Source: an optimization exercise on an open RTL-to-GDS flow (aim: small area, a short achievable clock period and few clock cycles per item). Production flows keep margins and buffers that such runs may drop. Only simulation tests tie the RTL to the original design; equivalence was not proved.

`flow/flow/run.sh`:
```
#!/bin/bash
set -uo pipefail
MARGIN=${MARGIN:-6.5}
sed "s/SETUP_SLACK_MARGIN=[0-9.]*/SETUP_SLACK_MARGIN=$MARGIN/" standard.sh > standard_margin.sh
grep -q "SETUP_SLACK_MARGIN=$MARGIN" standard_margin.sh || sed -i "s/make -C/make SETUP_SLACK_MARGIN=$MARGIN -C/" standard_margin.sh
bash standard_margin.sh > standard.log 2>&1
```
`flow/standard.sh`:
```
#!/bin/bash
# synth_recipe.tcl (not shown) runs the flow's synth.tcl, then flattens the netlist and writes it again
# the make line also repeats each setting of config.mk as NAME=value (left out here)
make -C /OpenROAD-flow-scripts/flow DESIGN_CONFIG=/design/flow/config.mk WORK_HOME=/design/flow/orfs CLKGATE_MAP_FILE= SYNTH_SCRIPT=/design/flow/synth_recipe.tcl "${@:-finish}"
```
`flow/config.mk`:
```
export PLATFORM = sky130hd
export DESIGN_NAME = symcode_decoder
export DESIGN_NICKNAME = symcode_decoder
export VERILOG_FILES = /design/flow/design.v
export SDC_FILE = /design/flow/constraint.sdc
export NUM_CORES = 4
export LEC_CHECK = 0
export ABC_AREA = 1
export CAP_MARGIN = 20
export CORE_MARGIN = 2
export CORE_UTILIZATION = 55
export SETUP_SLACK_MARGIN = 5
export SLEW_MARGIN = 20
```
`flow/constraint.sdc`:
```
create_clock -name core_clock -period 10.0 [get_ports {clk}]
set_input_delay 2.0000 -clock core_clock [delete_from_list [all_inputs] [get_ports {clk}]]
set_output_delay 2.0000 -clock core_clock [all_outputs]
set_load 0.01 [all_outputs]
```
`flow/design.v`:
```
module symcode_cw_decoder (
    input  wire        clk,
    input  wire [31:0] syn,        
    output wire [7:0]  e,          
    output wire        fx,         
    output wire [4:0]  j,          
    output wire [1:0]  status      
);
    localparam [3:0] LAM = 4'd10;
    function [3:0] m4;             
        input [3:0] a;
        input [3:0] b;
        reg   [3:0] acc;
        reg   [3:0] x;
        integer     i;
        begin
            acc = 4'h0;
            x   = a;
            for (i = 0; i < 4; i = i + 1) begin
                if (b[i])
                    acc = acc ^ x;
                x = x[3] ? ({x[2:0], 1'b0} ^ 4'h3) : {x[2:0], 1'b0};
            end
            m4 = acc;
        end
    endfunction
    function [3:0] i4;             
        input [3:0] a;
        begin
            case (a)
                4'd0: i4 = 4'd0;
                4'd1: i4 = 4'd1;
                4'd2: i4 = 4'd9;
                4'd3: i4 = 4'd14;
                4'd4: i4 = 4'd13;
                4'd5: i4 = 4'd11;
                4'd6: i4 = 4'd7;
                4'd7: i4 = 4'd6;
                4'd8: i4 = 4'd15;
                4'd9: i4 = 4'd2;
                4'd10: i4 = 4'd12;
                4'd11: i4 = 4'd5;
                4'd12: i4 = 4'd10;
                4'd13: i4 = 4'd4;
                4'd14: i4 = 4'd3;
                4'd15: i4 = 4'd8;
                default: i4 = 4'd0;
            endcase
        end
    endfunction
    function [7:0] m8;             
        input [7:0] a;
        input [7:0] b;
        reg   [3:0] h, l, k;
        begin
            h  = m4(a[7:4], b[7:4]);
            l  = m4(a[3:0], b[3:0]);
            k  = m4(a[7:4] ^ a[3:0], b[7:4] ^ b[3:0]);
            m8 = {k ^ l, m4(h, LAM) ^ l};
        end
    endfunction
    function [7:0] s8;             
        input [7:0] a;
        begin
            s8 = {a[7], a[5] ^ a[7], a[6], a[4] ^ a[6], a[3] ^ a[4] ^ a[5] ^ a[6], a[1] ^ a[3] ^ a[5] ^ a[6], a[2] ^ a[4] ^ a[5], a[0] ^ a[2] ^ a[6] ^ a[7]};
        end
    endfunction
    wire [7:0] t0 = syn[7:0];
    wire [7:0] t1 = syn[15:8];
    wire [7:0] t2 = syn[23:16];
    wire [7:0] t3 = syn[31:24];
    wire [7:0] u0, u1, u2, u3;
    assign u0[7] = t0[5];
    assign u0[6] = t0[2] ^ t0[5] ^ t0[6];
    assign u0[5] = t0[1] ^ t0[3] ^ t0[4];
    assign u0[4] = t0[4] ^ t0[7];
    assign u0[3] = t0[2] ^ t0[3] ^ t0[7];
    assign u0[2] = t0[1] ^ t0[2] ^ t0[3] ^ t0[5] ^ t0[6];
    assign u0[1] = t0[3] ^ t0[4];
    assign u0[0] = t0[0] ^ t0[2] ^ t0[4] ^ t0[5] ^ t0[6];
    assign u1[7] = t1[5];
    assign u1[6] = t1[2] ^ t1[5] ^ t1[6];
    assign u1[5] = t1[1] ^ t1[3] ^ t1[4];
    assign u1[4] = t1[4] ^ t1[7];
    assign u1[3] = t1[2] ^ t1[3] ^ t1[7];
    assign u1[2] = t1[1] ^ t1[2] ^ t1[3] ^ t1[5] ^ t1[6];
    assign u1[1] = t1[3] ^ t1[4];
    assign u1[0] = t1[0] ^ t1[2] ^ t1[4] ^ t1[5] ^ t1[6];
    assign u2[7] = t2[5];
    assign u2[6] = t2[2] ^ t2[5] ^ t2[6];
    assign u2[5] = t2[1] ^ t2[3] ^ t2[4];
    assign u2[4] = t2[4] ^ t2[7];
    assign u2[3] = t2[2] ^ t2[3] ^ t2[7];
    assign u2[2] = t2[1] ^ t2[2] ^ t2[3] ^ t2[5] ^ t2[6];
    assign u2[1] = t2[3] ^ t2[4];
    assign u2[0] = t2[0] ^ t2[2] ^ t2[4] ^ t2[5] ^ t2[6];
    assign u3[7] = t3[5];
    assign u3[6] = t3[2] ^ t3[5] ^ t3[6];
    assign u3[5] = t3[1] ^ t3[3] ^ t3[4];
    assign u3[4] = t3[4] ^ t3[7];
    assign u3[3] = t3[2] ^ t3[3] ^ t3[7];
    assign u3[2] = t3[1] ^ t3[2] ^ t3[3] ^ t3[5] ^ t3[6];
    assign u3[1] = t3[3] ^ t3[4];
    assign u3[0] = t3[0] ^ t3[2] ^ t3[4] ^ t3[5] ^ t3[6];
    wire [7:0] cj  = {u0[7:4], u0[3:0] ^ u0[7:4]};                       
    wire [3:0] nrm = m4(m4(u0[7:4], u0[7:4]), LAM) ^ m4(u0[7:4], u0[3:0]) ^ m4(u0[3:0], u0[3:0]);
    wire       geo = (m8(u0, u2) == s8(u1)) && (m8(u1, u3) == s8(u2));
    reg  [7:0] p_q;                
    reg  [3:0] ni_q;               
    reg  [7:0] e_q;
    reg        nz_q, clean_q, geo_q;
    always @(posedge clk) begin
        p_q     <= m8(u1, cj);
        ni_q    <= i4(nrm);
        e_q     <= t0;
        nz_q    <= (t0 != 8'h00);
        clean_q <= (syn == 32'd0);
        geo_q   <= geo;
    end
    wire [7:0] q = {m4(p_q[7:4], ni_q), m4(p_q[3:0], ni_q)};
    reg  [35:0] m;
    always @(*) begin
        m[0] = (q == 8'h40);    
        m[1] = (q == 8'hbf);    
        m[2] = (q == 8'h2d);    
        m[3] = (q == 8'h5f);    
        m[4] = (q == 8'h01);    
        m[5] = (q == 8'h24);    
        m[6] = (q == 8'h4d);    
        m[7] = (q == 8'h2e);    
        m[8] = (q == 8'h33);    
        m[9] = (q == 8'hc5);    
        m[10] = (q == 8'h45);    
        m[11] = (q == 8'h18);    
        m[12] = (q == 8'h51);    
        m[13] = (q == 8'hfc);    
        m[14] = (q == 8'hfe);    
        m[15] = (q == 8'hb6);    
        m[16] = (q == 8'h3f);    
        m[17] = (q == 8'h70);    
        m[18] = (q == 8'h16);    
        m[19] = (q == 8'hac);    
        m[20] = (q == 8'h26);    
        m[21] = (q == 8'h05);    
        m[22] = (q == 8'ha7);    
        m[23] = (q == 8'h7c);    
        m[24] = (q == 8'ha3);    
        m[25] = (q == 8'hff);    
        m[26] = (q == 8'h92);    
        m[27] = (q == 8'h72);    
        m[28] = (q == 8'h5e);    
        m[29] = (q == 8'h25);    
        m[30] = (q == 8'h69);    
        m[31] = (q == 8'h63);    
        m[32] = (q == 8'h1d);    
        m[33] = (q == 8'hf6);    
        m[34] = (q == 8'h80);    
        m[35] = (q == 8'h5d);    
    end
    reg [4:0] jj;
    integer k;
    always @(*) begin
        jj = 5'd0;
        for (k = 4; k < 36; k = k + 1)
            if (m[k])
                jj = jj | (35 - k);
    end
    wire corr = nz_q && geo_q && (m != 36'd0);
    assign e      = e_q;
    assign fx     = corr && (m[35:4] != 32'd0);
    assign j      = jj;
    assign status = clean_q ? 2'b00 : (corr ? 2'b01 : 2'b10);
endmodule
module symcode_decoder (
    input  wire        clk,
    input  wire        rst,
    input  wire        in_valid,
    output wire        in_ready,
    input  wire [71:0] in_beat,
    output wire        out_valid,
    input  wire        out_ready,
    output wire [63:0] out_data,
    output wire [3:0]  out_status
);
    localparam integer L = 11;
    function [7:0] gf_mul;
        input [7:0] a;
        input [7:0] b;
        reg   [7:0] acc;
        reg   [7:0] x;
        integer     i;
        begin
            acc = 8'h00;
            x   = a;
            for (i = 0; i < 8; i = i + 1) begin
                if (b[i])
                    acc = acc ^ x;
                x = x[7] ? ({x[6:0], 1'b0} ^ 8'h1D) : {x[6:0], 1'b0};
            end
            gf_mul = acc;
        end
    endfunction
    function [7:0] alpha_pow;
        input integer n;
        reg   [7:0] x;
        integer     i;
        begin
            x = 8'h01;
            for (i = 0; i < n; i = i + 1)
                x = x[7] ? ({x[6:0], 1'b0} ^ 8'h1D) : {x[6:0], 1'b0};
            alpha_pow = x;
        end
    endfunction
    reg  [63:0] ring [0:L-1];
    reg  [L-1:0] v;                  
    reg         in_rdy_q;
    reg  [3:0]  w;                   
    reg  [3:0]  bc;                  
    reg         nb;                  
    reg  [2:0]  in_idx, nb_idx;
    reg  [7:0]  cb_q;
    wire in_fire = in_valid && in_rdy_q;
    assign in_ready = in_rdy_q;
    always @(posedge clk) begin
        ring[0] <= in_rdy_q ? in_beat[63:0] : ring[L-1];
        cb_q    <= in_beat[71:64];
        nb_idx  <= in_idx;
    end
    genvar s;
    generate
        for (s = 1; s < L; s = s + 1) begin : g_ring
            always @(posedge clk) ring[s] <= ring[s-1];
        end
    endgenerate
    reg  [31:0] acc_a, acc_b;
    wire [1:0]  nb_g = nb_idx[2:1];
    wire [31:0] acc_sel = acc_a;
    wire [31:0] acc_nxt;
    wire [63:0] ring0 = ring[0];
    wire [31:0] lin_d;
    wire lx64 = ring0[14] ^ ring0[46];
    wire lx65 = ring0[10] ^ ring0[55];
    wire lx66 = ring0[13] ^ ring0[23];
    wire lx67 = ring0[19] ^ ring0[28];
    wire lx68 = ring0[38] ^ ring0[47];
    wire lx69 = ring0[1] ^ ring0[12];
    wire lx70 = ring0[3] ^ ring0[30];
    wire lx71 = ring0[5] ^ ring0[15];
    wire lx72 = ring0[11] ^ ring0[21];
    wire lx73 = ring0[20] ^ ring0[29];
    wire lx74 = ring0[2] ^ ring0[22];
    wire lx75 = ring0[4] ^ ring0[31];
    wire lx76 = ring0[6] ^ lx64;
    wire lx77 = ring0[8] ^ ring0[24];
    wire lx78 = ring0[25] ^ ring0[35];
    wire lx79 = ring0[39] ^ lx67;
    wire lx80 = ring0[0] ^ ring0[44];
    wire lx81 = ring0[9] ^ ring0[18];
    wire lx82 = ring0[16] ^ ring0[36];
    wire lx83 = ring0[34] ^ ring0[45];
    wire lx84 = ring0[37] ^ lx68;
    wire lx85 = ring0[7] ^ ring0[26];
    wire lx86 = ring0[17] ^ ring0[27];
    wire lx87 = ring0[54] ^ lx81;
    wire lx88 = lx65 ^ lx72;
    wire lx89 = lx66 ^ lx83;
    wire lx90 = ring0[7] ^ lx73;
    wire lx91 = ring0[32] ^ ring0[43];
    wire lx92 = ring0[33] ^ lx80;
    wire lx93 = ring0[42] ^ ring0[53];
    wire lx94 = lx69 ^ lx79;
    wire lx95 = lx82 ^ lx85;
    wire lx96 = ring0[1] ^ ring0[41];
    wire lx97 = ring0[2] ^ lx90;
    wire lx98 = ring0[3] ^ lx84;
    wire lx99 = ring0[4] ^ lx77;
    wire lx100 = ring0[9] ^ ring0[57];
    wire lx101 = ring0[11] ^ lx74;
    wire lx102 = ring0[12] ^ ring0[28];
    wire lx103 = ring0[14] ^ lx71;
    wire lx104 = ring0[17] ^ ring0[35];
    wire lx105 = ring0[22] ^ lx88;
    wire lx106 = ring0[24] ^ ring0[46];
    wire lx107 = ring0[30] ^ ring0[38];
    wire lx108 = ring0[31] ^ ring0[39];
    wire lx109 = ring0[37] ^ lx76;
    wire lx110 = ring0[47] ^ lx78;
    wire lx111 = ring0[48] ^ lx77;
    wire lx112 = lx65 ^ lx71;
    wire lx113 = lx66 ^ lx75;
    wire lx114 = lx70 ^ lx93;
    wire lx115 = lx72 ^ lx75;
    wire lx116 = lx92 ^ lx105;
    wire lx117 = ring0[0] ^ ring0[19];
    wire lx118 = ring0[2] ^ ring0[10];
    wire lx119 = ring0[5] ^ ring0[21];
    wire lx120 = ring0[6] ^ ring0[63];
    wire lx121 = ring0[7] ^ ring0[23];
    wire lx122 = ring0[8] ^ ring0[53];
    wire lx123 = ring0[12] ^ ring0[39];
    wire lx124 = ring0[13] ^ ring0[37];
    wire lx125 = ring0[16] ^ ring0[61];
    wire lx126 = ring0[18] ^ ring0[42];
    wire lx127 = ring0[18] ^ lx89;
    wire lx128 = ring0[19] ^ ring0[27];
    wire lx129 = ring0[20] ^ ring0[40];
    wire lx130 = ring0[22] ^ ring0[62];
    wire lx131 = ring0[23] ^ ring0[54];
    wire lx132 = ring0[25] ^ lx100;
    wire lx133 = ring0[27] ^ lx103;
    wire lx134 = ring0[31] ^ lx87;
    wire lx135 = ring0[32] ^ lx84;
    wire lx136 = ring0[34] ^ ring0[58];
    wire lx137 = ring0[36] ^ ring0[52];
    wire lx138 = ring0[44] ^ lx74;
    wire lx139 = ring0[45] ^ ring0[61];
    wire lx140 = ring0[51] ^ ring0[55];
    wire lx141 = ring0[52] ^ lx74;
    wire lx142 = ring0[54] ^ lx78;
    wire lx143 = ring0[56] ^ lx99;
    wire lx144 = ring0[60] ^ lx70;
    wire lx145 = lx64 ^ lx101;
    wire lx146 = lx69 ^ lx91;
    wire lx147 = lx70 ^ lx123;
    wire lx148 = lx76 ^ lx94;
    wire lx149 = lx79 ^ lx86;
    wire lx150 = lx86 ^ lx95;
    wire lx151 = lx89 ^ lx104;
    wire lx152 = lx91 ^ lx134;
    wire lx153 = lx106 ^ lx129;
    wire lx154 = lx109 ^ lx112;
    wire lx155 = lx111 ^ lx148;
    wire lx156 = lx131 ^ lx146;
    assign lin_d[0] = ring0[0] ^ ring0[16] ^ ring0[32] ^ ring0[40] ^ ring0[56] ^ lx111;
    assign lin_d[1] = ring0[17] ^ ring0[33] ^ ring0[49] ^ lx96 ^ lx132;
    assign lin_d[2] = ring0[26] ^ ring0[50] ^ lx118 ^ lx126 ^ lx136;
    assign lin_d[3] = ring0[3] ^ ring0[11] ^ ring0[35] ^ ring0[43] ^ ring0[51] ^ ring0[59] ^ lx128;
    assign lin_d[4] = ring0[4] ^ ring0[20] ^ ring0[44] ^ ring0[60] ^ lx102 ^ lx137;
    assign lin_d[5] = ring0[29] ^ ring0[53] ^ lx119 ^ lx124 ^ lx139;
    assign lin_d[6] = ring0[54] ^ lx76 ^ lx107 ^ lx130;
    assign lin_d[7] = ring0[15] ^ ring0[47] ^ ring0[55] ^ ring0[63] ^ lx108 ^ lx121;
    assign lin_d[8] = ring0[1] ^ ring0[56] ^ lx67 ^ lx121 ^ lx154;
    assign lin_d[9] = ring0[6] ^ ring0[11] ^ ring0[15] ^ ring0[48] ^ ring0[57] ^ lx68 ^ lx97;
    assign lin_d[10] = ring0[21] ^ ring0[23] ^ ring0[40] ^ ring0[49] ^ ring0[58] ^ lx70 ^ lx94 ^ lx154;
    assign lin_d[11] = ring0[5] ^ ring0[50] ^ ring0[59] ^ lx65 ^ lx67 ^ lx73 ^ lx96 ^ lx113 ^ lx135 ^ lx145;
    assign lin_d[12] = ring0[33] ^ ring0[42] ^ ring0[51] ^ lx84 ^ lx88 ^ lx94 ^ lx97 ^ lx106 ^ lx144;
    assign lin_d[13] = ring0[13] ^ ring0[25] ^ ring0[34] ^ ring0[43] ^ lx68 ^ lx73 ^ lx115 ^ lx125 ^ lx141 ^ lx147;
    assign lin_d[14] = ring0[14] ^ ring0[26] ^ ring0[44] ^ lx104 ^ lx113 ^ lx119 ^ lx122 ^ lx130 ^ lx147;
    assign lin_d[15] = ring0[0] ^ ring0[22] ^ ring0[36] ^ ring0[45] ^ lx87 ^ lx113 ^ lx120 ^ lx133;
    assign lin_d[16] = ring0[10] ^ ring0[14] ^ ring0[34] ^ lx79 ^ lx80 ^ lx87 ^ lx90 ^ lx107 ^ lx143;
    assign lin_d[17] = ring0[1] ^ ring0[30] ^ ring0[45] ^ lx71 ^ lx73 ^ lx78 ^ lx88 ^ lx100 ^ lx108 ^ lx117;
    assign lin_d[18] = ring0[29] ^ ring0[38] ^ lx87 ^ lx95 ^ lx115 ^ lx136 ^ lx138 ^ lx155;
    assign lin_d[19] = ring0[49] ^ ring0[55] ^ ring0[59] ^ lx86 ^ lx98 ^ lx99 ^ lx102 ^ lx103 ^ lx127 ^ lx138 ^ lx142;
    assign lin_d[20] = ring0[6] ^ ring0[50] ^ lx80 ^ lx89 ^ lx95 ^ lx112 ^ lx142 ^ lx144 ^ lx153;
    assign lin_d[21] = lx96 ^ lx109 ^ lx110 ^ lx115 ^ lx139 ^ lx140 ^ lx150;
    assign lin_d[22] = ring0[8] ^ ring0[46] ^ ring0[62] ^ lx71 ^ lx102 ^ lx126 ^ lx135 ^ lx141 ^ lx150;
    assign lin_d[23] = ring0[29] ^ ring0[33] ^ ring0[43] ^ lx66 ^ lx81 ^ lx98 ^ lx120 ^ lx122 ^ lx149;
    assign lin_d[24] = ring0[15] ^ ring0[26] ^ ring0[36] ^ lx110 ^ lx114 ^ lx117 ^ lx124 ^ lx143 ^ lx145;
    assign lin_d[25] = ring0[20] ^ ring0[26] ^ lx75 ^ lx82 ^ lx98 ^ lx132 ^ lx133 ^ lx156;
    assign lin_d[26] = ring0[5] ^ ring0[58] ^ lx68 ^ lx76 ^ lx77 ^ lx78 ^ lx82 ^ lx114 ^ lx116 ^ lx149;
    assign lin_d[27] = ring0[59] ^ lx97 ^ lx114 ^ lx151 ^ lx152 ^ lx155;
    assign lin_d[28] = ring0[37] ^ ring0[49] ^ ring0[60] ^ lx73 ^ lx85 ^ lx93 ^ lx116 ^ lx152;
    assign lin_d[29] = ring0[8] ^ ring0[50] ^ lx83 ^ lx107 ^ lx116 ^ lx125 ^ lx128 ^ lx156;
    assign lin_d[30] = ring0[9] ^ ring0[28] ^ ring0[62] ^ lx69 ^ lx92 ^ lx101 ^ lx108 ^ lx140 ^ lx151 ^ lx153;
    assign lin_d[31] = ring0[3] ^ ring0[21] ^ ring0[24] ^ ring0[29] ^ ring0[41] ^ ring0[63] ^ lx64 ^ lx69 ^ lx110 ^ lx118 ^ lx127 ^ lx137;
    genvar i, l;
    generate
        for (i = 0; i < 4; i = i + 1) begin : g_syn
            wire [7:0] td = lin_d[8*i +: 8];
            localparam [7:0] W0 = alpha_pow((i * (255 - 25)) % 255);
            localparam [7:0] W1 = alpha_pow((i * (255 - 18)) % 255);
            localparam [7:0] W2 = alpha_pow((i * (255 - 11)) % 255);
            localparam [7:0] W3 = alpha_pow((i * (255 - 4)) % 255);
            wire [7:0] cw = (nb_g == 2'd0) ? gf_mul(cb_q, W0) :
                            (nb_g == 2'd1) ? gf_mul(cb_q, W1) :
                            (nb_g == 2'd2) ? gf_mul(cb_q, W2) : gf_mul(cb_q, W3);
            localparam [7:0] A8 = alpha_pow((8 * i) % 255);
            wire [7:0] fb = (nb_g == 2'd0) ? 8'h00 : gf_mul(acc_sel[8*i +: 8], A8);
            assign acc_nxt[8*i +: 8] = fb ^ cw ^ td;
        end
    endgenerate
    always @(posedge clk) begin
        if (nb) begin
            acc_a <= acc_b;
            acc_b <= acc_nxt;
        end
    end
    reg        in0, in1;             
    reg        dec0, dec1;           
    wire [7:0] d_e;
    wire       d_fx;
    wire [4:0] d_j;
    wire [1:0] d_st;
    symcode_cw_decoder u_dec (.clk(clk), .syn(acc_b), .e(d_e), .fx(d_fx), .j(d_j), .status(d_st));
    reg  [7:0] res_e0, res_e1;
    reg        res_fx0, res_fx1;
    reg  [4:0] res_j0, res_j1;
    reg  [1:0] res_st0, res_st1;
    reg        res_v0, res_v1;       
    always @(posedge clk) begin
        if (dec0) begin
            res_e0 <= d_e; res_fx0 <= d_fx; res_j0 <= d_j; res_st0 <= d_st;
        end
        if (dec1) begin
            res_e1 <= d_e; res_fx1 <= d_fx; res_j1 <= d_j; res_st1 <= d_st;
        end
    end
    reg  [63:0] out_q;
    reg  [3:0]  out_st;
    reg         out_v;
    reg  [2:0]  out_idx;
    reg  [7:0]  o_e0, o_e1;
    reg         o_fx0, o_fx1;
    reg  [4:0]  o_j0, o_j1;
    wire first   = (out_idx == 3'd0);
    wire at_exit = v[L-2] && (bc == 4'd0);
    wire room    = !out_v || out_ready;
    wire deliver = at_exit && room && (!first || (res_v0 && (res_v1 || dec1)));
    wire miss    = at_exit && !deliver;
    wire [7:0] m_e  = first ? res_e0  : (out_idx[0] ? o_e1  : o_e0);
    wire       m_fx = first ? res_fx0 : (out_idx[0] ? o_fx1 : o_fx0);
    wire [4:0] m_j  = first ? res_j0  : (out_idx[0] ? o_j1  : o_j0);
    wire [63:0] mask;
    generate
        for (l = 0; l < 8; l = l + 1) begin : g_mask
            assign mask[8*l +: 8] = (m_fx && m_j == {out_idx[2:1], l[2:0]}) ? m_e : 8'h00;
        end
    endgenerate
    always @(posedge clk) begin
        if (deliver) begin
            out_q <= ring[L-2] ^ mask;
            if (first) begin
                out_st <= {dec1 ? d_st : res_st1, res_st0};
                o_e0 <= res_e0; o_fx0 <= res_fx0; o_j0 <= res_j0;
                if (dec1) begin
                    o_e1 <= d_e; o_fx1 <= d_fx; o_j1 <= d_j;
                end else begin
                    o_e1 <= res_e1; o_fx1 <= res_fx1; o_j1 <= res_j1;
                end
            end
        end
    end
    assign out_valid  = out_v;
    assign out_data   = out_q;
    assign out_status = out_st;
    wire [L-1:0] v_nxt;
    assign v_nxt[0] = in_fire || (v[L-1] && !in_rdy_q);
    generate
        for (s = 1; s < L; s = s + 1) begin : g_v
            if (s == L - 1)
                assign v_nxt[s] = v[s-1] && !deliver;
            else
                assign v_nxt[s] = v[s-1];
        end
    endgenerate
    wire [3:0] w_nxt = in_fire ? 4'd0 : (w == 4'd0 ? L - 1 : w - 4'd1);
    always @(posedge clk) begin
        if (rst) begin
            v        <= {L{1'b0}};
            in_rdy_q <= 1'b1;
            w        <= 4'd0;
            bc       <= 4'd0;
            nb       <= 1'b0;
            in_idx   <= 3'd0;
            in0      <= 1'b0;
            in1      <= 1'b0;
            dec0     <= 1'b0;
            dec1     <= 1'b0;
            res_v0   <= 1'b0;
            res_v1   <= 1'b0;
            out_v    <= 1'b0;
            out_idx  <= 3'd0;
        end else begin
            v        <= v_nxt;
            in_rdy_q <= !v_nxt[L-1] && (w_nxt == 4'd0 || v_nxt == {L{1'b0}});
            w        <= w_nxt;
            bc       <= miss ? L - 1 : (bc != 4'd0 ? bc - 4'd1 : 4'd0);
            nb       <= in_fire;
            if (in_fire)
                in_idx <= in_idx + 3'd1;
            in0      <= nb && (nb_idx == 3'd6);
            in1      <= nb && (nb_idx == 3'd7);
            dec0     <= in0;
            dec1     <= in1;
            if (deliver && first) begin
                res_v0 <= 1'b0;
                res_v1 <= 1'b0;
            end else begin
                if (dec0) res_v0 <= 1'b1;
                if (dec1) res_v1 <= 1'b1;
            end
            out_v    <= deliver || (out_v && !out_ready);
            if (deliver)
                out_idx <= out_idx + 3'd1;
        end
    end
endmodule
```
==> flow_summary.yaml, run 1 <==
logic_synthesis:
  synth_seq_cells: 964
  yosys.area_share.simple_pct: 17.4
  synth.area.mux_share_pct: 0.0276
  seq_area_frac_synth_pct: 58.0
  synth_cells: 3750
  mappedNetlistArea_mm2: 0.0363
  synth_compound_area_share_pct: 2.69
  async_flop_share_pct: 0
  synth_area_per_cell_um2: 9.68
  synth_fa_ha_area_share_pct: 0.724
  synth-edff-count: 176
  synthXorXnorAreaFrac_pct: 17.7
  yosys_most_used_dff: "dfxtp_1"
  synth_cell_types: 52
  yosys_warnings: 3
  synth_top_family_by_area: "XOR/XNOR gates"
  synth_nets: 3847
outcome:
  status: "complete, no violations"
routing:
  drt-total-wl_um: 100000
  vias: 25300
  avgViaCountPerCell: 5.17
  firstDrtPassIters: 6
  antenna_left: 0
  wl_per_cell_um: 20.5
  drt_iter0_markers: 2346
  post-route-drc-count: 0
global_route:
  gr-usage-all-layers_pct: 29.5
  grt_pass1_vias: 25000
  grt_pass1_wl_um: 149000
  grt_max_degree: 67
  antenna_found_initial: 9
  grt_overflow_total: 0
layout:
  syn2layout_area_growth_pct: 15.9
  drive_gt1_share_pct: 7.50
  finalInstanceArea_mm2: 0.0421
  antenna_cells: 0
  stdcell_count: 4892
  finalCoreUtilization_pct: 64.2
  final_nets: 4054
setup_path:
  crit_family: "flip-flops"
  criticalPathCategory: "reg2out"
  r2r_cells: 21
  cpPeakStageDelay_ps: 440
  timing.critical_path.from_type: "register"
  crit_chain: "dlygate4sd2_1"
  reg2reg_to: "u_dec.ni_q[0]"
  critPathMaxFanout: 1
  regToRegSetupSlack_ps: 6660
  cp_slowest_cell: "edfxtp_1"
  cp_data_required_time_ps: 8000
  end_kind: "output port"
  r2r_start: "acc_b[5]"
  arrival_ps: 1400
  critPathBufInv: 1
die:
  dieWidth_um: 261
  die_h_um: 261
  core_area_mm2: 0.0655
  die-area_mm2: 0.0681
  top_level_ports: 146
  initial_utilization_pct: 55.4
  rows: 94
placed_design:
  dp_cells: 4702
  io_buffers: 145
  gp_routability_congestion: 0.986
  place_area_mm2: 0.0387
  dp_hpwl_um: 71500
  pre_cts_slack_ps: 5770
clock_tree:
  clock-root-buffer: "clkbuf_16"
  insertion_delay_ps: 640
  clk_path_buf_depth: 3
  cts-hold-fix-buffers: 0
  clkSlewWorstSetupHoldPaths_ps: 70
  cts_tree: "built"
  cts_buffers: 89
  htreeDepth: 3
  cts_sinks: 964
timing:
  setup-tns-final_ps: 0
  rsz0062_at_grt: "false"
  fin_crit_sh_pct: 34.0
  finalHoldViolCount: 0
  worstMarginPinSlew_ps: 1140
  final_max_slew_viol_count: 0
  maxSlewHeadroom_pct: 23.6
  fin_ws_ps: 6600
  fin_hold_ws_ps: 311
  period_minus_slack_ps: 3400
  skew_ps: 33.5
  setup_viol_count_final: 0
  fmax_mhz: 294
min_path:
  min_to: "ring[6][61]"
  min_from: "ring[5][61]"
  whs_path_depth: 0
  hold_class: "reg2reg"
run:
  cap_violations: 0
-- final cells by class --
cell class | count | area (um2)
Clock buffer | 117 | 2480
Sequential cell | 964 | 21100
Multi-Input combinational cell | 2469 | 14200
Timing Repair Buffer | 189 | 1760
Inverter | 244 | 950
Clock inverter | 45 | 537
Fill cell | 5142 | 23400
Tap cell | 864 | 1080
-- state kept, by name (all words and copies together), names as in the netlist, 3 cells and up --
register    cells
o_e1            8
res_j0          5
nb_idx          3
o_j0            5
acc_a          32
bc              4
o_j1            5
out_q          64
out_st          4
ring          704
res_j1          5
o_e0            8
acc_b          32
res_e0          8
res_e1          8
w               4
u_dec.ni_q      4
in_idx          3
v              11
out_idx         3
u_dec.e_q       8
u_dec.p_q       8
cb_q            8
-- cells in the mapped netlist (3+ instances only) --
library cell	n	area (um2)
o221ai_1	4	35.0
dfxtp_1	788	15800
clkbuf_1	42	158
buf_1	6	22.5
nand2_2	27	169
xnor2_1	337	2950
inv_1	226	848
xnor2_2	5	81.3
ha_1	21	263
xor2_1	362	3170
edfxtp_1	176	5290
nand3b_1	25	188
o21ai_0	79	395
a21oi_1	49	245
buf_2	12	60.1
nand4_1	16	100
nand2_1	1060	3980
buf_4	10	75.1
inv_2	13	48.8
a31oi_1	13	81.3
clkinv_1	3	11.3
nor3_1	11	55.1
nand3_1	160	801
xor2_2	8	130
nor4_1	3	18.8
nor2_1	233	875
or2_2	11	68.8
o211ai_1	6	45.0
o21ai_1	14	70.1
-- cells in the final DEF, fill, tap and decap left out, types with 7 or more instances in the layout --
cell,instances
inv_4,7
nand4_1,16
o21ai_0,78
edfxtp_1,176
clkinvlp_4,7
inv_1,221
buf_4,40
xor2_2,10
or2_2,11
nand2_1,1054
dlygate4sd2_1,70
inv_2,14
nand3b_1,25
ha_1,19
clkinv_2,18
xor2_1,360
nand2_2,24
a31oi_1,7
clkbuf_1,17
clkbuf_8,8
clkbuf_16,92
dfxtp_1,781
nor3_1,11
a21oi_1,49
clkdlybuf4s50_1,75
nand2_4,8
bufinv_16,7
nand3_1,159
o21ai_1,15
xnor2_1,336
nor2_1,223
-- how the worst max path moves through the flow --
| stage | startpoint | to | slack, ps | cells after the start |
|---|---|---|---|---|
| 2_1_floorplan | out_ready | out_q[0] | 6490 | 4 |
| 3_3_place_gp | out_ready | out_q[37] | 5870 | 6 |
| 4_1_cts | out_idx[0] | out_q[45] | 6460 | 10 |
| 5_1_grt | acc_b[5] | u_dec.ni_q[0] | 6470 | 22 |
| 3_5_place_dp | out_idx[0] | out_q[41] | 5770 | 9 |
| 6_report | out_q[36] | out_data[36] | 6600 | 1 |
-- metal layers --
layer,share of wire (%),track usage [%]
met1,44,40.0
met2,48,49.7
met3,5.9,4.00
met4,2.5,7.89
met5,0.031,0
-- repair_timing --
action / 4_1_cts / 5_1_grt
buffers inserted: 11 / 15
setup endpoints to repair: 148 / 143
cloned: 2 / 0
pin swaps: 0 / 6
gates resized for setup: 89 / 32
-- logic make-up (layout without fill, tap and decap cells) --
| family | Yosys count | in the layout |
|---|---|---|
| and+or+nand+nor | 1554 | 1554 |
| DFF | 964 | 964 |
| xor gates and xnor gates | 715 | 715 |
| buffers and inverters | 317 | 595 |
| AOI/OAI and AO/OA | 178 | 178 |
| adders and majority gates | 21 | 21 |
| muxes | 1 | 1 |
Testbench counts, summed over its fixed seeds: cycles 12,888, bursts 1,600.
==> run 2: changes to the inputs <==
==> flow/flow/run.sh (replaced) <==
#!/bin/bash
set -uo pipefail
MARGIN=${MARGIN:-6.9}
sed "s/SETUP_SLACK_MARGIN=[0-9.]*/SETUP_SLACK_MARGIN=$MARGIN/" standard.sh > standard_margin.sh
grep -q "SETUP_SLACK_MARGIN=$MARGIN" standard_margin.sh || sed -i "s/make -C/make SETUP_SLACK_MARGIN=$MARGIN -C/" standard_margin.sh
bash standard_margin.sh > standard.log 2>&1
==> run 2 against run 1 <==
  * Design area increased by 2.1%
  * Via count increased by 0.81%
  * Routed wire length decreased by 0.25%
  * Clock skew increased by 10 ps
  * Global-route usage decreased by 0.38 points
  * Core utilization increased by 1.4 points
  * Sequential share of layout area decreased by 1.0 points
  * Still clean on timing, DRC and antenna
  * Critical path depth unchanged
  * Worst setup slack improved by 160 ps
  * Critical endpoint is now out_data[38]
==> flow_summary.yaml, run 2 <==
routing:
  drt-total-wl_um: 99900
  avgViaCountPerCell: 5.15
  post-route-drc-count: 0
  wl_per_cell_um: 20.2
  antenna_left: 0
  vias: 25500
  drt_iter0_markers: 2144
  firstDrtPassIters: 8
clock_tree:
  cts_buffers: 88
  cts_tree: "built"
  clock-root-buffer: "clkbuf_16"
  cts_sinks: 964
  clk_path_buf_depth: 3
  cts-hold-fix-buffers: 0
  clkSlewWorstSetupHoldPaths_ps: 70
  insertion_delay_ps: 650
  htreeDepth: 3
logic_synthesis:
  synth_area_per_cell_um2: 9.68
  seq_area_frac_synth_pct: 58.0
  synthTopCellsByCount: "nand2_1, dfxtp_1, xor2_1"
  synth_cells: 3750
  yosys_warnings: 3
  async_flop_share_pct: 0
  yosysMostFrequentCell: "nand2_1"
  synth_seq_cells: 964
  synth_nets: 3847
  yosysTopAreaCell: "dfxtp_1"
  yosys_most_used_dff: "dfxtp_1"
  synth_cell_types: 52
  yosysTopAreaCellShare_pct: 43.5
  mappedNetlistArea_mm2: 0.0363
  synth-edff-count: 176
  synth_area_leaders: "dfxtp_1, edfxtp_1, nand2_1, xor2_1, xnor2_1"
run:
  cap_violations: 0
die:
  core_area_mm2: 0.0655
  die-area_mm2: 0.0681
  top_level_ports: 146
  initial_utilization_pct: 55.4
  rows: 94
  dieWidth_um: 261
  die_h_um: 261
outcome:
  status: "complete, no violations"
min_path:
  hold_class: "reg2reg"
  min_from: "ring[6][59]"
layout:
  final_nets: 4109
  stdcell_count: 4951
  syn2layout_area_growth_pct: 18.3
  finalCoreUtilization_pct: 65.6
  largest-register: "ring"
  reg_top3: "ring (704), out_q (64)"
  multiInputGateArea_mm2: 0.0147
  largest_register_ffs: 704
  num-fill-cells: 5002
  seq_area_mm2: 0.0211
  finalInstanceArea_mm2: 0.0430
  drive_gt1_share_pct: 12.7
  mostFrequentLayoutCells: "nand2_1, dfxtp_1, xor2_1"
  final_common_cell: "nand2_1"
timing:
  setup-tns-final_ps: 0
  setup_viol_count_final: 0
  skew_ps: 43.7
  fmax_mhz: 308
  maxSlewHeadroom_pct: 25.5
  fin_crit_sh_pct: 32.5
  final_max_slew_viol_count: 0
  period_minus_slack_ps: 3250
  fin_ws_ps: 6750
  fin_hold_ws_ps: 299
  rsz0062_at_grt: "true"
  finalHoldViolCount: 0
  worstMarginPinSlew_ps: 1110
placed_design:
  gp_routability_congestion: 0.971
  pre_cts_slack_ps: 5670
  dp_hpwl_um: 71700
  io_buffers: 145
  place_area_mm2: 0.0387
  dp_cells: 4702
setup_path:
  critPathBufInv: 1
  worstSetupStartpoint: "out_q[38]"
  timing.critical_path.from_type: "register"
  crit_chain: "buf_2"
  crit_family: "flip-flops"
  cp_slowest_cell: "edfxtp_1"
  critPathMaxFanout: 1
  end_kind: "output port"
  r2r_start: "acc_b[2]"
  criticalPathCategory: "reg2out"
  cpPeakStageDelay_ps: 430
  cp_data_required_time_ps: 8000
  arrival_ps: 1250
global_route:
  grt_pass1_wl_um: 148000
  grt_overflow_total: 0
  grt_max_degree: 67
  gr-usage-all-layers_pct: 29.1
  grt_pass1_vias: 24700
  antenna_found_initial: 9
[run 2: cell count changes in the layout (fill, tap and decap cells not counted), moves of 13 or more]
| cell | delta |
|---|---|
| dlygate4sd2_1 | -69 |
| inv_1 | -13 |
| nand2_4 | +13 |
| buf_4 | +46 |
| nand2_1 | -22 |
| buf_2 | +64 |
[run 2: logic make-up after synthesis]
family / Yosys count / synth area share [%]
AO/OA/AOI/OAI: 178 / 2.69
XOR/XNOR: 715 / 17.7
flip-flops: 964 / 58.0
buffers and inverters: 317 / 3.48
AND/OR/NAND/NOR: 1554 / 17.4
adder cells (fa/ha/maj): 21 / 0.724
multiplexers: 1 / 0.0276
[run 2: final timing paths]
check | end | slack [ps] | cells after the start
worst max-delay path | out_data[38] | 6750 | 1
worst min-delay path | ring[7][59] | 300 | 0
worst max register to register | u_dec.ni_q[3] | 6900 | 21
worst min register to register | ring[7][59] | 300 | 0
[run 2: worst register-to-register path: cells and delay by family (launching register included)]
kind | cells | cell delay, ps
compound gates | 1 | 140
xor+xnor | 2 | 380
fa+ha+maj | 1 | 210
buf+inv | 5 | 640
flops | 1 | 490
simple gates | 12 | 1200
[run 2: cell type report]
cell class / count / area share [%]
tap: 864 / 2.52
sequential: 964 / 49.1
clock buffer: 127 / 6.13
timing repair buffer: 244 / 4.71
antenna: 1 / 0.00582
multi-input combinational: 2470 / 34.2
clock inverter: 37 / 1.04
inverter: 244 / 2.27
[run 2: timing repair]
action / 4_1_cts / 5_1_grt
buffers inserted: 26 / 56
pin swaps: 6 / 47
gates resized for setup: 354 / 126
setup endpoints to repair: 267 / 182
cloned: 1 / 1
[run 2: routing by layer]
metal | wire length, um | part of all wire [%] | up-vias | GRT usage (%)
met3 | 6160 | 6.2 | 202 | 3.69
li1 | - | - | 12300 | -
met5 | 13 | 0.013 | - | 0
met4 | 3110 | 3.1 | 2 | 9.54
met2 | 46600 | 47 | 916 | 47.9
met1 | 44000 | 44 | 12100 | 39.9
==> run 3: changes to the inputs <==
--- a/flow/design.v
+++ b/flow/design.v
@@ -104,18 +104,19 @@
     assign u3[0] = t3[0] ^ t3[2] ^ t3[4] ^ t3[5] ^ t3[6];
     wire [7:0] cj  = {u0[7:4], u0[3:0] ^ u0[7:4]};                       
     wire [3:0] nrm = m4(m4(u0[7:4], u0[7:4]), LAM) ^ m4(u0[7:4], u0[3:0]) ^ m4(u0[3:0], u0[3:0]);
-    wire       geo = (m8(u0, u2) == s8(u1)) && (m8(u1, u3) == s8(u2));
     reg  [7:0] p_q;                
     reg  [3:0] ni_q;               
     reg  [7:0] e_q;
-    reg        nz_q, clean_q, geo_q;
+    reg  [7:0] g1_q, g2_q;         
+    reg        nz_q, clean_q;
     always @(posedge clk) begin
         p_q     <= m8(u1, cj);
         ni_q    <= i4(nrm);
         e_q     <= t0;
         nz_q    <= (t0 != 8'h00);
         clean_q <= (syn == 32'd0);
-        geo_q   <= geo;
+        g1_q    <= m8(u0, u2) ^ s8(u1);
+        g2_q    <= m8(u1, u3) ^ s8(u2);
     end
     wire [7:0] q = {m4(p_q[7:4], ni_q), m4(p_q[3:0], ni_q)};
     reg  [35:0] m;
@@ -165,7 +166,8 @@
             if (m[k])
                 jj = jj | (35 - k);
     end
-    wire corr = nz_q && geo_q && (m != 36'd0);
+    wire geo  = (g1_q == 8'h00) && (g2_q == 8'h00);
+    wire corr = nz_q && geo && (m != 36'd0);
     assign e      = e_q;
     assign fx     = corr && (m[35:4] != 32'd0);
     assign j      = jj;
==> flow/flow/run.sh (replaced) <==
#!/bin/bash
set -uo pipefail
MARGIN=${MARGIN:-7}
sed "s/SETUP_SLACK_MARGIN=[0-9.]*/SETUP_SLACK_MARGIN=$MARGIN/" standard.sh > standard_margin.sh
grep -q "SETUP_SLACK_MARGIN=$MARGIN" standard_margin.sh || sed -i "s/make -C/make SETUP_SLACK_MARGIN=$MARGIN -C/" standard_margin.sh
bash standard_margin.sh > standard.log 2>&1
--- a/flow/config.mk
+++ b/flow/config.mk
@@ -5,7 +5,6 @@
 export SDC_FILE = /design/flow/constraint.sdc
 export NUM_CORES = 4
 export LEC_CHECK = 0
-export ABC_AREA = 1
 export CAP_MARGIN = 20
 export CORE_MARGIN = 2
 export CORE_UTILIZATION = 55
==> run 3 against run 2 <==
  * Routed wire length down 6.1%
  * Area after synthesis down 0.97%
  * Worst setup slack worse by 260 ps
==> flow_summary.yaml, run 3 <==
outcome:
  status: "complete, no violations"
routing:
  wl_per_cell_um: 21.9
  antenna_left: 0
  vias: 22500
  drt_iter0_markers: 1546
  firstDrtPassIters: 6
  avgViaCountPerCell: 5.27
  drt-total-wl_um: 93800
  post-route-drc-count: 0
logic_synthesis:
  synth_cell_types: 87
  yosys_warnings: 3
  synthXorXnorAreaFrac_pct: 21.8
  synth_area_leaders: "dfxtp_1, xnor2_1, edfxtp_1, xor2_1, mux2_2"
  synth_top_family_by_area: "XOR/XNOR gates"
  synth_fa_ha_area_share_pct: 0.696
  yosysMostFrequentCell: "dfxtp_1"
  synth-edff-count: 176
  yosys.area_share.simple_pct: 7.63
  seq_area_frac_synth_pct: 59.4
  synth_seq_cells: 979
  synth_area_per_cell_um2: 11.8
  synth_nets: 3130
  yosys_most_used_dff: "dfxtp_1"
  synth_compound_area_share_pct: 5.10
  synth_cells: 3034
  yosysTopAreaCellShare_pct: 44.7
  synth.area.mux_share_pct: 3.65
  yosysTopAreaCell: "dfxtp_1"
  mappedNetlistArea_mm2: 0.0359
  synthTopCellsByCount: "dfxtp_1, xnor2_1, xor2_1"
  async_flop_share_pct: 0
timing:
  fmax_mhz: 285
  fin_crit_sh_pct: 35.0
  fin_ws_ps: 6500
  maxSlewHeadroom_pct: 30.8
  rsz0062_at_grt: "true"
  skew_ps: 39.0
  period_minus_slack_ps: 3500
  setup_viol_count_final: 0
  final_max_slew_viol_count: 0
  setup-tns-final_ps: 0
  worstMarginPinSlew_ps: 1040
  finalHoldViolCount: 0
  fin_hold_ws_ps: 311
layout:
  mostFrequentLayoutCells: "dfxtp_1, xnor2_1, xor2_1"
  largest-register: "ring"
  finalCoreUtilization_pct: 68.4
  drive_gt1_share_pct: 20.9
  multiInputGateArea_mm2: 0.0156
  num-fill-cells: 4682
  largest_register_ffs: 704
  reg_top3: "ring (704), out_q (64)"
  seq_area_mm2: 0.0214
  final_nets: 3442
  final_common_cell: "dfxtp_1"
  syn2layout_area_growth_pct: 22.8
  stdcell_count: 4276
setup_path:
  cp_slowest_cell: "or4_4"
  criticalPathCategory: "reg2reg"
  end_kind: "register"
  timing.critical_path.from_type: "register"
  cp_data_required_time_ps: 10370
  worstSetupStartpoint: "u_dec.ni_q[3]"
  critPathMaxFanout: 8
  crit_chain: "buf_12, buf_4, nand3b_4, o211ai_4, buf_6, mux2i_2, or4_4, o22ai_4, buf_6, a211oi_2, a21oi_2, nand2_1, or4_4, mux2_4"
  arrival_ps: 3880
  r2r_start: "u_dec.ni_q[3]"
  regToRegSetupSlack_ps: 6500
  cpPeakStageDelay_ps: 590
global_route:
  grt_pass1_wl_um: 138000
  antenna_found_initial: 5
  grt_pass1_vias: 22600
  grt_max_degree: 66
  gr-usage-all-layers_pct: 27.5
  grt_overflow_total: 0
clock_tree:
  cts-hold-fix-buffers: 0
  clock-root-buffer: "clkbuf_16"
  htreeDepth: 3
  clkSlewWorstSetupHoldPaths_ps: 60
  insertion_delay_ps: 660
  cts_tree: "built"
  cts_buffers: 90
  cts_sinks: 979
  clk_path_buf_depth: 3
placed_design:
  dp_hpwl_um: 63000
  io_buffers: 145
  dp_cells: 3962
  pre_cts_slack_ps: 5490
  gp_routability_congestion: 0.909
die:
  die_h_um: 260
  initial_utilization_pct: 55.7
  top_level_ports: 146
  die-area_mm2: 0.0674
  core_area_mm2: 0.0646
  rows: 93
  dieWidth_um: 260
run:
  cap_violations: 0
min_path:
  hold_class: "reg2reg"
  min_from: "ring[8][55]"
run 3: critical path, delay by kind of cell (launching register included):
kind	cells	cell delay, ps
buffers and inverters	4	600
flip-flops	1	380
AO/OA/AOI/OAI	4	530
multiplexers	2	430
AND/OR/NAND/NOR	4	1290
run 3: logic make-up after synthesis:
| family | Yosys count |
|---|---|
| compound gates | 276 |
| xor+xnor | 890 |
| fa+ha+maj | 20 |
| buf+inv | 144 |
| flops | 979 |
| mux | 119 |
| simple gates | 606 |
run 3: worst paths after layout:
| kind | end | cells past startpoint |
|---|---|---|
| hold reg to reg | ring[9][55] | 0 |
| hold / removal | ring[9][55] | 0 |
| setup / recovery | o_j1[2] | 14 |
| setup reg to reg | o_j1[2] | 14 |
run 3: final cells by class:
| type | count | area share (%) |
|---|---|---|
| Timing Repair Buffer | 325 | 6.42 |
| Inverter | 37 | 0.363 |
| Multi-Input combinational cell | 1913 | 35.3 |
| Antenna cell | 1 | 0.00567 |
| Sequential cell | 979 | 48.5 |
| Clock buffer | 130 | 5.88 |
| Tap cell | 855 | 2.42 |
| Clock inverter | 36 | 1.05 |
run 3: what timing repair did:
item                       CTS  global route
setup endpoints to repair  303           224
pin swaps                   54            57
resized for setup          464           106
cloned                       4             1
buffers inserted            98            44
run 3: per-stage QoR:
stage / instance area, um2
2_1_floorplan: 36200
3_3_place_gp: 38500
6_report: 44100
3_5_place_dp: 38500
5_1_grt: 44100
4_1_cts: 43200
run 3: per-layer routing:
metal	up-vias	routed length, um	GRT usage, %
li1	10600	-	-
met1	11000	41000	37.3
met2	697	45700	46.5
met3	153	4840	3.70
met4	0	2210	7.28
met5	-	0	0
Testbench counts of run 3, summed over its fixed seeds: cycles 12,888, bursts 1,600.
==> run 4: changes to the inputs <==
--- a/flow/design.v
+++ b/flow/design.v
@@ -104,19 +104,18 @@
     assign u3[0] = t3[0] ^ t3[2] ^ t3[4] ^ t3[5] ^ t3[6];
     wire [7:0] cj  = {u0[7:4], u0[3:0] ^ u0[7:4]};                       
     wire [3:0] nrm = m4(m4(u0[7:4], u0[7:4]), LAM) ^ m4(u0[7:4], u0[3:0]) ^ m4(u0[3:0], u0[3:0]);
+    wire       geo = (m8(u0, u2) == s8(u1)) && (m8(u1, u3) == s8(u2));
     reg  [7:0] p_q;                
     reg  [3:0] ni_q;               
     reg  [7:0] e_q;
-    reg  [7:0] g1_q, g2_q;         
-    reg        nz_q, clean_q;
+    reg        nz_q, clean_q, geo_q;
     always @(posedge clk) begin
         p_q     <= m8(u1, cj);
         ni_q    <= i4(nrm);
         e_q     <= t0;
         nz_q    <= (t0 != 8'h00);
         clean_q <= (syn == 32'd0);
-        g1_q    <= m8(u0, u2) ^ s8(u1);
-        g2_q    <= m8(u1, u3) ^ s8(u2);
+        geo_q   <= geo;
     end
     wire [7:0] q = {m4(p_q[7:4], ni_q), m4(p_q[3:0], ni_q)};
     reg  [35:0] m;
@@ -166,8 +165,7 @@
             if (m[k])
                 jj = jj | (35 - k);
     end
-    wire geo  = (g1_q == 8'h00) && (g2_q == 8'h00);
-    wire corr = nz_q && geo && (m != 36'd0);
+    wire corr = nz_q && geo_q && (m != 36'd0);
     assign e      = e_q;
     assign fx     = corr && (m[35:4] != 32'd0);
     assign j      = jj;
@@ -370,12 +368,11 @@
         for (i = 0; i < 4; i = i + 1) begin : g_syn
             wire [7:0] td = lin_d[8*i +: 8];
             localparam [7:0] W0 = alpha_pow((i * (255 - 25)) % 255);
-            localparam [7:0] W1 = alpha_pow((i * (255 - 18)) % 255);
-            localparam [7:0] W2 = alpha_pow((i * (255 - 11)) % 255);
-            localparam [7:0] W3 = alpha_pow((i * (255 - 4)) % 255);
-            wire [7:0] cw = (nb_g == 2'd0) ? gf_mul(cb_q, W0) :
-                            (nb_g == 2'd1) ? gf_mul(cb_q, W1) :
-                            (nb_g == 2'd2) ? gf_mul(cb_q, W2) : gf_mul(cb_q, W3);
+            localparam [7:0] B1 = alpha_pow((i * 7) % 255);
+            localparam [7:0] B2 = alpha_pow((i * 14) % 255);
+            wire [7:0] y0 = gf_mul(cb_q, W0);
+            wire [7:0] y1 = nb_g[0] ? gf_mul(y0, B1) : y0;
+            wire [7:0] cw = nb_g[1] ? gf_mul(y1, B2) : y1;
             localparam [7:0] A8 = alpha_pow((8 * i) % 255);
             wire [7:0] fb = (nb_g == 2'd0) ? 8'h00 : gf_mul(acc_sel[8*i +: 8], A8);
             assign acc_nxt[8*i +: 8] = fb ^ cw ^ td;
==> flow/flow/run.sh (replaced) <==
#!/bin/bash
set -uo pipefail
MARGIN=${MARGIN:-6.7}
sed "s/SETUP_SLACK_MARGIN=[0-9.]*/SETUP_SLACK_MARGIN=$MARGIN/" standard.sh > standard_margin.sh
grep -q "SETUP_SLACK_MARGIN=$MARGIN" standard_margin.sh || sed -i "s/make -C/make SETUP_SLACK_MARGIN=$MARGIN -C/" standard_margin.sh
bash standard_margin.sh > standard.log 2>&1
--- a/flow/config.mk
+++ b/flow/config.mk
@@ -5,8 +5,9 @@
 export SDC_FILE = /design/flow/constraint.sdc
 export NUM_CORES = 4
 export LEC_CHECK = 0
+export ABC_AREA = 1
 export CAP_MARGIN = 20
 export CORE_MARGIN = 2
-export CORE_UTILIZATION = 55
+export CORE_UTILIZATION = 40
 export SETUP_SLACK_MARGIN = 5
 export SLEW_MARGIN = 20
==> run 4 against run 3 <==
  * First-iteration DRC count decreased by 8.1%
  * Hold slack got worse by 36 ps
  * Still clean on timing, DRC and antenna
  * Synthesized cell count increased by 19%
  * Maximum frequency increased by 3.2%
==> flow_summary.yaml, run 4 <==
layout:
  multiInputGateArea_mm2: 0.0145
  num-fill-cells: 8320
  finalInstanceArea_mm2: 0.0432
  final_common_cell: "nand2_1"
  largest-register: "ring"
  largest_register_ffs: 704
  drive_gt1_share_pct: 13.6
  seq_area_mm2: 0.0211
  finalCoreUtilization_pct: 48.0
  final_nets: 3967
  stdcell_count: 5128
  mostFrequentLayoutCells: "nand2_1, dfxtp_1, xor2_1"
  syn2layout_area_growth_pct: 18.9
  reg_top3: "ring (704), out_q (64)"
placed_design:
  io_buffers: 145
  dp_cells: 4885
  gp_routability_congestion: 0.918
  place_area_mm2: 0.0392
  pre_cts_slack_ps: 5650
  dp_hpwl_um: 63500
clock_tree:
  insertion_delay_ps: 680
  cts_buffers: 91
  clkSlewWorstSetupHoldPaths_ps: 60
  cts_tree: "built"
  clock-root-buffer: "clkbuf_16"
  cts_sinks: 964
  clk_path_buf_depth: 3
  cts-hold-fix-buffers: 0
  htreeDepth: 3
routing:
  post-route-drc-count: 0
  vias: 23400
  drt-total-wl_um: 88400
  antenna_left: 0
  drt_iter0_markers: 1421
  firstDrtPassIters: 7
  avgViaCountPerCell: 4.57
  wl_per_cell_um: 17.2
setup_path:
  crit_chain: "buf_2"
  cpPeakStageDelay_ps: 520
  criticalPathCategory: "reg2out"
  end_kind: "output port"
  r2r_start: "acc_b[7]"
  cp-endpoint: "out_data[35]"
  timing.critical_path.from_type: "register"
  arrival_ps: 1400
  cp_data_required_time_ps: 8000
  crit_family: "flip-flops"
  crit_cells: 1
  cp_slowest_cell: "edfxtp_1"
  critPathMaxFanout: 1
  reg2reg_to: "u_dec.ni_q[3]"
  r2r_cells: 18
  regToRegSetupSlack_ps: 6700
  worstSetupStartpoint: "out_q[35]"
  critPathBufInv: 1
logic_synthesis:
  synthXorXnorAreaFrac_pct: 20.0
  synth_cell_types: 50
  yosysTopAreaCellShare_pct: 43.4
  yosys_warnings: 3
  yosys.area_share.simple_pct: 15.9
  synth_compound_area_share_pct: 1.90
  synth-edff-count: 176
  synthTopCellsByCount: "nand2_1, dfxtp_1, xor2_1"
  synth.area.mux_share_pct: 0.0276
  async_flop_share_pct: 0
  synth_top_family_by_area: "XOR/XNOR gates"
  synth_fa_ha_area_share_pct: 0.723
  synth_seq_cells: 964
  seq_area_frac_synth_pct: 58.0
  mappedNetlistArea_mm2: 0.0363
  synth_cells: 3613
  yosys_most_used_dff: "dfxtp_1"
  synth_area_leaders: "dfxtp_1, edfxtp_1, xor2_1, nand2_1, xnor2_1"
  yosysMostFrequentCell: "nand2_1"
  synth_nets: 3710
  synth_area_per_cell_um2: 10.1
  yosysTopAreaCell: "dfxtp_1"
timing:
  setup_viol_count_final: 0
  final_max_slew_viol_count: 0
  worstMarginPinSlew_ps: 1090
  finalHoldViolCount: 0
  fmax_mhz: 294
  fin_hold_ws_ps: 276
  skew_ps: 67.3
  setup-tns-final_ps: 0
  maxSlewHeadroom_pct: 26.9
  period_minus_slack_ps: 3400
  fin_ws_ps: 6600
  rsz0062_at_grt: "true"
  fin_crit_sh_pct: 34.0
run:
  cap_violations: 0
global_route:
  grt_pass1_vias: 22500
  grtUsageMet2_pct: 30.6
  grt.busiest_layer: "met2"
  gr-usage-all-layers_pct: 18.8
  met3_usage_pct: 2.67
  grt_overflow_total: 0
  grt_max_degree: 67
  grt_pass1_wl_um: 134000
  antenna_found_initial: 6
  met1_usage_pct: 26.3
die:
  top_level_ports: 146
  core_area_mm2: 0.0900
  die-area_mm2: 0.0932
  rows: 110
  initial_utilization_pct: 40.4
  dieWidth_um: 305
  die_h_um: 305
outcome:
  status: "complete, no violations"
min_path:
  whs_path_depth: 0
  hold_class: "reg2reg"
## run 4: cell count changes after synthesis, sizes merged, moves of 36 or more
cell,before,now
nor3,45,9
nand2,172,978
mux2,88,0
nand3,35,126
nor2,243,207
xor2,263,439
xnor2,624,359
a21oi,99,33
inv,35,243
## run 4: cells by family after synthesis
family	Yosys count
buf+inv	312
xor+xnor	801
simple gates	1389
compound gates	125
mux	1
fa+ha+maj	21
flops	964
## run 4: area by class of cell
class	count	share of cell area [%]
antenna	3	0.0174
clock buffer	127	6.30
clock inverter	45	1.34
inverter	245	2.23
multi-input combinational	2337	33.7
sequential	964	48.9
tap	1176	3.41
timing repair buffer	230	4.16
timing repair inverter	1	0.0116
## run 4: worst min path at each step
stage | startpoint | endpoint | slack (ps)
6_report | ring[6][33] | ring[7][33] | 280
3_3_place_gp | ring[4][34] | ring[5][34] | 310
5_1_grt | ring[6][33] | ring[7][33] | 290
4_1_cts | ring[6][33] | ring[7][33] | 280
3_5_place_dp | ring[1][25] | ring[2][25] | 310
2_1_floorplan | ring[1][0] | ring[2][0] | 310
## run 4: layer usage
metal / wire length, um / vias up / share of wire, %
met3: 4140 / 134 / 4.7
met1: 41600 / 11000 / 47
met2: 40500 / 542 / 46
met5: 0 / - / 0
li1: - / 11700 / -
met4: 2060 / 0 / 2.3
## run 4: repair_timing
action,CTS,global route
resized for setup,308,86
endpoints found under the setup margin,229,121
hold endpoints to repair,0,0
cloned,0,1
pin swaps,12,31
setup buffers,24,43
Testbench counts of run 4, summed over its fixed seeds: cycles 12,888, bursts 1,600.

## static timing again, ports no longer ideal
The flow's constraints put no driver on any port. The routed layouts listed below were extracted and timed again, unchanged, in two steps.
Step 1 sets driving cells, clkbuf_16 on the clock port and buf_2 on the other inputs (assumed; they add their load-dependent delay and slew).
Step 2, shift: input delay + t, output delay - t, t = (earliest + latest rising clock arrival at the registers) / 2. This alone moves slack from input paths to output paths.
Three values: ideal ports, drivers, drivers and shift; two values: the first two.
| run | t, ns | slack for setup (ns) | worst setup path at the end | latest minus earliest clock arrival (ns) | worst register clock-pin slew, ns |
|---|---|---|---|---|---|
| run 1 | 0.695 | 6.597 / 6.528 / 5.979 | input to register | 0.036 / 0.036 | 0.07 / 0.07 |
| run 2 | 0.695 | 6.752 / 6.683 / 6.457 | input to register | 0.044 / 0.045 | 0.07 / 0.07 |
| run 3 | 0.703 | 6.495 / 6.495 / 6.286 | input to register | 0.043 / 0.043 | 0.07 / 0.07 |
| run 4 | 0.719 | 6.604 / 6.533 / 6.130 | input to register | 0.073 / 0.074 | 0.07 / 0.07 |
After both steps every run listed still meets setup and hold. For run 1, which loses most, drivers alone change the setup slack by -0.069 ns; drivers and shift together by -0.618 ns.
